Background: an optimization exercise with open tools, aiming at small area, a short achievable clock period and few clock cycles per item. Do not read the settings as production practice.
Function was checked by simulation only, so behaviour that the tests miss may differ from the original.
No activity file was given, so power comes from the tool's default toggle rates.

<file path="design/flow/config.mk">
export PLATFORM = sky130hd
export DESIGN_NAME = frc_enc
export DESIGN_NICKNAME = frc_enc
export VERILOG_FILES = /design/flow/design.v
export SDC_FILE = /design/flow/constraint.sdc
export NUM_CORES = 4
export LEC_CHECK = 0
export CAP_MARGIN = 20
export CORE_MARGIN = 2
export CORE_UTILIZATION = 40
export PLACE_DENSITY = 0.6
export SLEW_MARGIN = 20
</file>
<file path="design/flow/constraint.sdc">
create_clock -name core_clock -period 25.0 [get_ports {clk}]
set_input_delay 5.0000 -clock core_clock [delete_from_list [all_inputs] [get_ports {clk}]]
set_output_delay 5.0000 -clock core_clock [all_outputs]
set_load 0.01 [all_outputs]
</file>
<file path="design/flow/design.v">
module frc_enc (
    input  wire        clk,
    input  wire        rst,
    input  wire [4:0]  cfg_depth,    
    input  wire [2:0]  cfg_ratio,    
    input  wire [1:0]  cfg_ph,       
    input  wire [1:0]  cfg_pv,       
    input  wire        in_valid,
    output wire        in_ready,
    input  wire [15:0] in_data,
    output wire        out_valid,
    input  wire        out_ready,
    output wire [31:0] out_data,
    output wire        out_last
);
    localparam S_LOAD  = 3'd0;
    localparam S_COUNT = 3'd1;
    localparam S_PICK  = 3'd2;
    localparam S_EMIT  = 3'd3;
    localparam S_SAFE  = 3'd4;
    localparam S_PAD   = 3'd5;
    reg  [2:0]  state;
    reg  [7:0]  idx;           
    reg  [3:0]  q;             
    reg  [2:0]  tbl;           
    reg         hdr_pending;   
    reg  [4:0]  depth;
    reg  [2:0]  ratio;
    reg  [1:0]  ph_lg, pv_lg;
    wire [8:0]  d16 = {depth, 4'b0};
    reg  [8:0]  quot;
    always @(*) begin
        case (ratio)
            3'd0: quot = d16 / 2;
            3'd1: quot = d16 / 3;
            3'd2: quot = d16 / 4;
            3'd3: quot = d16 / 5;
            3'd4: quot = d16 / 6;
            default: quot = d16 / 8;
        endcase
    end
    wire [8:0]  bq      = {quot[8:2], 2'b00};
    wire [7:0]  budget  = bq[7:0];                     
    wire [10:0] lim_bits = {budget, 3'b000};           
    wire [5:0]  nwords  = budget[7:2];                 
    wire [3:0]  qmax    = (depth > 5'd16) ? 4'd15 : depth[3:0] - 4'd1;
    wire [10:0] safe_t_full = (lim_bits - 11'd2) >> 7;
    wire [4:0]  safe_t  = (safe_t_full[4:0] < depth) ? safe_t_full[4:0] : depth;
    wire [4:0]  safe_sh = depth - safe_t;
    reg  [15:0] xbuf [0:127];
    wire [15:0] dmask = 16'hFFFF >> (5'd16 - cfg_depth);
    wire [15:0] x = xbuf[0];
    reg  [15:0] rhist [0:71];
    wire [3:0]  ph  = 4'd1 << ph_lg;
    wire [2:0]  pv  = 3'd1 << pv_lg;
    wire [1:0]  row = idx[6:5];
    wire [4:0]  col = idx[4:0];
    reg  [15:0] ra, rb, rc;    
    always @(*) begin
        case (ph_lg)
            2'd0: ra = rhist[0];
            2'd1: ra = rhist[1];
            2'd2: ra = rhist[3];
            default: ra = rhist[7];
        endcase
        case (pv_lg[0])
            1'b0: rb = rhist[31];
            default: rb = rhist[63];
        endcase
        case ({pv_lg[0], ph_lg})
            3'b0_00: rc = rhist[32];
            3'b0_01: rc = rhist[33];
            3'b0_10: rc = rhist[35];
            3'b0_11: rc = rhist[39];
            3'b1_00: rc = rhist[64];
            3'b1_01: rc = rhist[65];
            3'b1_10: rc = rhist[67];
            default: rc = rhist[71];
        endcase
    end
    wire        top_rows  = pv_lg[1] || ({1'b0, row} < pv);
    wire        left_cols = {1'b0, col} < {2'b0, ph};
    reg  [16:0] pred;
    always @(*) begin
        if (top_rows && left_cols)
            pred = 17'd1 << (depth - 5'd1);
        else if (top_rows)
            pred = {1'b0, ra};
        else if (left_cols)
            pred = {1'b0, rb};
        else if (rc >= ((ra > rb) ? ra : rb))
            pred = {1'b0, (ra < rb) ? ra : rb};
        else if (rc <= ((ra < rb) ? ra : rb))
            pred = {1'b0, (ra > rb) ? ra : rb};
        else
            pred = {1'b0, ra} + {1'b0, rb} - {1'b0, rc};
    end
    wire signed [18:0] e     = $signed({3'b0, x}) - $signed({2'b0, pred});
    wire        [17:0] e_abs = e[18] ? -e[17:0] : e[17:0];
    wire        [17:0] half  = (q == 4'd0) ? 18'd0 : (18'd1 << (q - 4'd1));
    wire        [17:0] k_abs = (e_abs + half) >> q;
    wire        [18:0] kq_abs = {1'b0, k_abs} << q;
    wire signed [20:0] rsum  = e[18] ? $signed({4'b0, pred}) - $signed({2'b0, kq_abs})
                                     : $signed({4'b0, pred}) + $signed({2'b0, kq_abs});
    wire        [15:0] dtop  = 16'hFFFF >> (5'd16 - depth);
    wire        [15:0] rec   = rsum[20] ? 16'd0 :
                               (rsum > $signed({5'b0, dtop})) ? dtop : rsum[15:0];
    wire        [17:0] m_cur = (k_abs == 18'd0) ? 18'd0 :
                               e[18] ? ({k_abs[16:0], 1'b0} - 18'd1) : {k_abs[16:0], 1'b0};
    reg  [16:0] m_r;
    reg         m_v;
    reg  [12:0] cnt [0:7];
    integer t;
    function [5:0] rice_len(input [16:0] m, input [2:0] tt);
        reg [16:0] u;
        begin
            u = m >> tt;
            if (u < 17'd24) rice_len = u[5:0] + 6'd1 + {3'b0, tt};
            else            rice_len = 6'd41;
        end
    endfunction
    reg  [2:0]  best_t;
    reg         best_ok;
    reg  [12:0] best_n;
    always @(*) begin
        best_ok = 1'b0;
        best_t  = 3'd0;
        best_n  = 13'd0;
        for (t = 0; t < 8; t = t + 1) begin
            if (cnt[t] <= {2'b0, lim_bits} && (!best_ok || cnt[t] < best_n)) begin
                best_ok = 1'b1;
                best_t  = t[2:0];
                best_n  = cnt[t];
            end
        end
    end
    reg  [79:0] acc;
    reg  [6:0]  fill;
    reg  [5:0]  wcnt;
    reg         code_v;
    reg  [40:0] code_val;
    reg  [5:0]  code_len;
    wire [2:0]  tt = tbl;
    wire [16:0] u_e = m_r >> tt;
    wire [16:0] tmask = (17'd1 << tt) - 17'd1;
    always @(*) begin
        code_v   = 1'b0;
        code_val = 41'd0;
        code_len = 6'd0;
        if (state == S_EMIT) begin
            if (hdr_pending) begin
                code_v   = 1'b1;
                code_val = {31'd0, 2'b00, q, 1'b0, tbl};
                code_len = 6'd10;
            end else if (m_v) begin
                code_v = 1'b1;
                if (u_e < 17'd24) begin
                    code_val = ((41'd1 << u_e[4:0]) - 41'd1) << ({1'b0, tt} + 4'd1) | {24'd0, m_r & tmask};
                    code_len = u_e[5:0] + 6'd1 + {3'b0, tt};
                end else begin
                    code_val = {24'hFFFFFF, m_r};
                    code_len = 6'd41;
                end
            end
        end else if (state == S_SAFE) begin
            if (hdr_pending) begin
                code_v   = 1'b1;
                code_val = 41'd1;
                code_len = 6'd2;
            end else if (idx < 8'd128) begin
                code_v   = 1'b1;
                code_val = {25'd0, x >> safe_sh};
                code_len = {1'b0, safe_t};
            end
        end
    end
    wire        word_rdy  = (fill >= 7'd32) || (state == S_PAD && wcnt < nwords);
    wire        emit      = word_rdy && out_ready;
    wire [6:0]  fill_rm   = emit ? ((fill >= 7'd32) ? fill - 7'd32 : 7'd0) : fill;
    wire [79:0] acc_rm    = emit ? {acc[47:0], 32'd0} : acc;
    wire        take      = code_v && (fill_rm <= 7'd39);
    wire [6:0]  ins_sh    = 7'd80 - fill_rm - {1'b0, code_len};
    wire [79:0] ins       = {39'd0, code_val} << ins_sh;
    assign out_valid = word_rdy;
    assign out_data  = acc[79:48];
    assign out_last  = (wcnt == nwords - 6'd1);
    assign in_ready  = (state == S_LOAD);
    wire        emit_adv = !m_v || (take && !hdr_pending);
    integer n;
    always @(posedge clk) begin
        if (rst) begin
            state       <= S_LOAD;
            idx         <= 8'd0;
            q           <= 4'd0;
            tbl         <= 3'd0;
            hdr_pending <= 1'b0;
            m_v         <= 1'b0;
            fill        <= 7'd0;
            wcnt        <= 6'd0;
            acc         <= 80'd0;
        end else begin
            if (emit) wcnt <= wcnt + 6'd1;
            case (state)
                S_LOAD: begin
                    if (in_valid) begin
                        if (idx == 8'd0) begin
                            depth <= cfg_depth;
                            ratio <= cfg_ratio;
                            ph_lg <= cfg_ph;
                            pv_lg <= cfg_pv;
                        end
                        for (n = 0; n < 127; n = n + 1) xbuf[n] <= xbuf[n + 1];
                        xbuf[127] <= in_data & ((idx == 8'd0) ? dmask
                                                : (16'hFFFF >> (5'd16 - depth)));
                        if (idx == 8'd127) begin
                            idx   <= 8'd0;
                            q     <= 4'd0;
                            state <= S_COUNT;
                            for (n = 0; n < 8; n = n + 1) cnt[n] <= 13'd10;
                        end else begin
                            idx <= idx + 8'd1;
                        end
                    end
                end
                S_COUNT: begin
                    if (idx < 8'd128) begin
                        for (n = 0; n < 127; n = n + 1) xbuf[n] <= xbuf[n + 1];
                        xbuf[127] <= xbuf[0];
                        for (n = 0; n < 71; n = n + 1) rhist[n + 1] <= rhist[n];
                        rhist[0] <= rec;
                        m_r <= m_cur[16:0];
                        m_v <= 1'b1;
                        idx <= idx + 8'd1;
                    end else begin
                        m_v   <= 1'b0;
                        state <= S_PICK;
                    end
                    if (m_v)
                        for (n = 0; n < 8; n = n + 1)
                            cnt[n] <= cnt[n] + {7'd0, rice_len(m_r, n[2:0])};
                end
                S_PICK: begin
                    idx <= 8'd0;
                    if (best_ok) begin
                        tbl         <= best_t;
                        hdr_pending <= 1'b1;
                        state       <= S_EMIT;
                    end else if (q == qmax) begin
                        hdr_pending <= 1'b1;
                        state       <= S_SAFE;
                    end else begin
                        q     <= q + 4'd1;
                        state <= S_COUNT;
                        for (n = 0; n < 8; n = n + 1) cnt[n] <= 13'd10;
                    end
                end
                S_EMIT: begin
                    if (hdr_pending) begin
                        if (take) hdr_pending <= 1'b0;
                    end else begin
                        if (emit_adv) begin
                            if (idx < 8'd128) begin
                                for (n = 0; n < 127; n = n + 1) xbuf[n] <= xbuf[n + 1];
                                xbuf[127] <= xbuf[0];
                                for (n = 0; n < 71; n = n + 1) rhist[n + 1] <= rhist[n];
                                rhist[0] <= rec;
                                m_r <= m_cur[16:0];
                                m_v <= 1'b1;
                                idx <= idx + 8'd1;
                            end else begin
                                m_v   <= 1'b0;
                                state <= S_PAD;
                            end
                        end
                    end
                end
                S_SAFE: begin
                    if (hdr_pending) begin
                        if (take) hdr_pending <= 1'b0;
                    end else if (idx < 8'd128) begin
                        if (take) begin
                            for (n = 0; n < 127; n = n + 1) xbuf[n] <= xbuf[n + 1];
                            xbuf[127] <= xbuf[0];
                            idx <= idx + 8'd1;
                        end
                    end else begin
                        state <= S_PAD;
                    end
                end
                S_PAD: begin
                    if (emit && out_last) begin
                        state <= S_LOAD;
                        idx   <= 8'd0;
                        wcnt  <= 6'd0;
                    end
                end
                default: state <= S_LOAD;
            endcase
            if (take)
                acc <= acc_rm | ins;
            else
                acc <= acc_rm;
            fill <= take ? fill_rm + {1'b0, code_len} : fill_rm;
            if (state == S_PAD && emit && out_last)
                fill <= 7'd0;
        end
    end
endmodule
</file>
<file path="design/flow/run.sh">
#!/bin/bash
# synth_recipe.tcl (not shown) runs the flow's synth.tcl, then flattens the netlist and writes it again
# the make line also repeats each setting of config.mk as NAME=value (left out here)
make -C /OpenROAD-flow-scripts/flow DESIGN_CONFIG=/design/flow/config.mk WORK_HOME=/design/flow/orfs CLKGATE_MAP_FILE= SYNTH_SCRIPT=/design/flow/synth_recipe.tcl finish
</file>
==> impl_metrics.env <==
export IMPL_ant_nets=0
export IMPL_combPwrFrac=0.241
export IMPL_p_switching_w=0.00482
export IMPL_rows=213
export IMPL_status="finished clean"
export IMPL_cts_max_path_buffers=4
export IMPL_grt_usage=0.176
export IMPL_cp_max_fo=9
export IMPL_ys_seq_area_frac=0.755
export IMPL_slowest_stage="or4_1"
export IMPL_switching_share=0.300
export IMPL_drv_cap=0
export IMPL_post_synth_top_count_cell="edfxtp_1"
export IMPL_p_per_area_mw_per_mm2=104
export IMPL_setup_violations=0
export IMPL_cts_sinks=3446
export IMPL_required_ns=25.80
export IMPL_hpwl_um=202000
export IMPL_period_minus_slack_ns=23.02
export IMPL_grt_overflow=0
export IMPL_cts_tree="done"
export IMPL_p_int_w=0.0113
export IMPL_wl_um=309000
export IMPL_use_met2=0.270
export IMPL_wl_per_cell_um=22.7
export IMPL_min_path_type="reg -> reg"
export IMPL_fill_cells=29163
export IMPL_insertion_delay_ns=0.90
export IMPL_synth_common_cells="edfxtp_1, nand2_1, nor2_1, ha_1, a21oi_1"
export IMPL_root_buffer="clkbuf_16"
export IMPL_slew_violations=0
export IMPL_grt_pass1_wl_um=461000
export IMPL_async_reset_ff_frac=0
export IMPL_use_met3=0.0215
export IMPL_gp_congestion=0.923
export IMPL_coreArea_mm2=0.337
export IMPL_worst_setup_path_end_kind="flip-flop"
export IMPL_drc_errors=0
export IMPL_place_inst=13009
export IMPL_path_clk_slew_ns=0.07
export IMPL_critPathMaxStageDelay_ns=0.53
export IMPL_skew_ns=0.0602
export IMPL_p_leak_nw=47.4
export IMPL_ys_warn_count=4
export IMPL_ys_ff_latch=3446
export IMPL_p_clk_frac=0.314
export IMPL_cts_hold_fix_buffers=0
export IMPL_synthToLayoutAreaGrowth_pct=13.9
export IMPL_fin_crit_sh=0.921
export IMPL_p_seq_frac=0.445
export IMPL_synth_edff_count=3333
export IMPL_nNetsFinal=9324
export IMPL_grt_busiest_layer="met2"
export IMPL_initialDrtViolationCount=7263
export IMPL_portBuffers=66
export IMPL_whs_ns=0.374
export IMPL_use_met1=0.260
export IMPL_synthTopCellsByArea="edfxtp_1, ha_1, dfxtp_1"
export IMPL_avgSynthCellArea_um2=16.1
export IMPL_die_h_um=586
export IMPL_synth_top_area_frac=0.739
export IMPL_start_util=0.402
export IMPL_slew_headroom=0.159
export IMPL_ir_drop_mv=0.0757
export IMPL_worst_pin_slew_ns=1.25
export IMPL_grt_max_degree=210
export IMPL_critical_path_class="reg -> reg"
export IMPL_vias_per_cell=5.34
export IMPL_cp_arrival_ns=23.82
export IMPL_max_freq_mhz=43.4
export IMPL_start_kind="flip-flop"
export IMPL_stdcell_count=13637
export IMPL_antenna_found_initial=9
export IMPL_netlist_area_mm2=0.135
export IMPL_synth_ff_type="edfxtp_1"
export IMPL_cts_max_level=5
export IMPL_drt_pass1_iterations=8
export IMPL_drive_above_1_share=0.117
export IMPL_hold_viol=0
export IMPL_ys_types=111
export IMPL_die_x_um=586
export IMPL_power_w=0.0161
export IMPL_io_pins=67
export IMPL_grt_pass1_vias=71181
export IMPL_cpMostUsedCell="ha_1"
export IMPL_synth_cells=8417
export IMPL_dieArea_mm2=0.343
export IMPL_yosysTopAreaCell="edfxtp_1"
export IMPL_cts_made_buffers=342
export IMPL_via_count=72775
==> sequential cells by signal, indices dropped and copies added (netlist names), 2 cells and up <==
register and flops:
ph_lg 2, pv_lg 2, fill 7, cnt 104
m_r 17, q 4, rhist 1152, wcnt 6
xbuf 2048, state 3, tbl 3, idx 8
acc 80, ratio 3, depth 5
==> cell type report <==
type,instances,area (um2),share of cell area
diodes,2,5.00,0.0000324
clock buffers,411,8930,0.0579
clock inverters,212,2120,0.0137
inverters,289,1080,0.00703
multi-input cells,4388,31100,0.202
flip-flops and latches,3446,102000,0.663
well taps,4515,5650,0.0366
repair buffers,374,3040,0.0197
==> timing repair <==
item,CTS,global route
buffers inserted,0,3
gates resized for setup,0,37
setup endpoints to repair,0,3
==> layout by cell type (no fill, tap or decap), drive strengths merged, types with 32 or more instances in the layout <==
cell           instances
a221oi                41
and3                  47
nand2                546
a31oi                 75
nand3                125
o22ai                 61
mux4                  61
fa                    35
clkdlybuf4s50         65
xor2                  63
o21a                  61
mux2i                164
a21oi                366
nor2                 500
nand4                 81
o31ai                 32
xnor2                122
buf                  309
nor2b                 85
ha                   416
clkinv               153
and2                  80
o211ai                49
edfxtp              3333
a211oi                80
nand2b                54
inv                  299
or3                   52
a22oi                 41
clkbuf               411
bufinv                32
nor3                 134
dfxtp                113
a21o                 113
o21ai                372
mux2                  62
==> power by group through the flow <==
stage / Clock (W) / Sequential, W / Combinational (W)
after global placement: 0 / 0.00727 / 0.00381
final: 0.00505 / 0.00716 / 0.00388
after global routing: 0.00542 / 0.00719 / 0.00428
after detailed placement: 0 / 0.00727 / 0.00384
after CTS: 0.00522 / 0.00716 / 0.00386
after floorplan: 0 / 0.00874 / 0.00260
==> metrics by stage <==
stage | TNS, ns | utilization | area (um2) | setup WS [ns]
2_1_floorplan | - | - | 136000 | -45.76
3_3_place_gp | 0 | 0.425 | 143000 | 0.734
3_5_place_dp | 0 | 0.425 | 143000 | 0.570
4_1_cts | 0 | 0.457 | 154000 | 0.388
5_1_grt | -0.154 | 0.458 | 154000 | -0.0897
6_report | 0 | 0.458 | 154000 | 1.98
==> cell families (layout without fill, tap and decap cells) <==
kind of cell | after synthesis | count (layout) | share of synthesized area
xor gates and xnor gates | 187 | 187 | 0.0123
other | 1 | 16 | 0.0000277
adders and majority gates | 451 | 451 | 0.0436
buffers and inverters | 596 | 1286 | 0.0177
muxes | 287 | 287 | 0.0275
DFF | 3446 | 3446 | 0.755
AOI/OAI and AO/OA | 1611 | 1611 | 0.0789
and+or+nand+nor | 1838 | 1838 | 0.0646
==> path summary, 6_finish.rpt <==
path	from	end	slack, ns	depth (start not counted)
min reg2reg	xbuf[66][0]$_DFFE_PP_	xbuf[65][0]$_DFFE_PP_	0.37	0
max	ratio[0]$_DFFE_PP_	tbl[1]$_SDFFE_PP0P_	1.98	121
min	xbuf[66][0]$_DFFE_PP_	xbuf[65][0]$_DFFE_PP_	0.37	0
max reg2reg	ratio[0]$_DFFE_PP_	tbl[1]$_SDFFE_PP0P_	1.98	121
==> critical path: cells and delay by family, from the launching register on <==
| kind | cells | cell delay (ns) |
|---|---|---|
| and+or+nand+nor | 32 | 4.87 |
| AOI/OAI and AO/OA | 55 | 10.05 |
| DFF | 1 | 0.39 |
| adders and majority gates | 14 | 4.03 |
| xor gates and xnor gates | 1 | 0.16 |
| muxes | 6 | 1.46 |
| buffers and inverters | 13 | 1.94 |
==> layer usage <==
| layer | wire length [um] | vias to the layer above |
|---|---|---|
| met4 | 10600 | 0 |
| li1 | - | 33377 |
| met1 | 146000 | 36959 |
| met2 | 139000 | 1941 |
| met3 | 13800 | 498 |
| met5 | 0 | - |
Testbench counts, summed over its fixed seeds: cycles 376,404, blocks 320.

what the ideal ports hide:
How much do the figures lean on ideal ports? The routed layout below was timed once more, with nothing changed but the port constraints.
Step 1 (the two cells are an assumption about what drives the block):
set clk [get_ports {clk}]
set_driving_cell -lib_cell sky130_fd_sc_hd__clkbuf_16 $clk
set_driving_cell -lib_cell sky130_fd_sc_hd__buf_2 [delete_from_list [all_inputs] $clk]
Step 2 also shifts input and output timing later by t, the mid clock arrival at the registers, as if the neighbouring blocks saw the same clock.
Three values: ideal ports, drivers, drivers and shift; two values: the first two.
t (ns): 0.973
setup WS [ns]: 1.982 / 1.982 / 1.982
worst slew at a driven data input, ns: 0.04
After both steps setup and hold are still met in this run. The setup slack of this run moves by 0.000 ns with the drivers and by 0.000 ns with both steps.
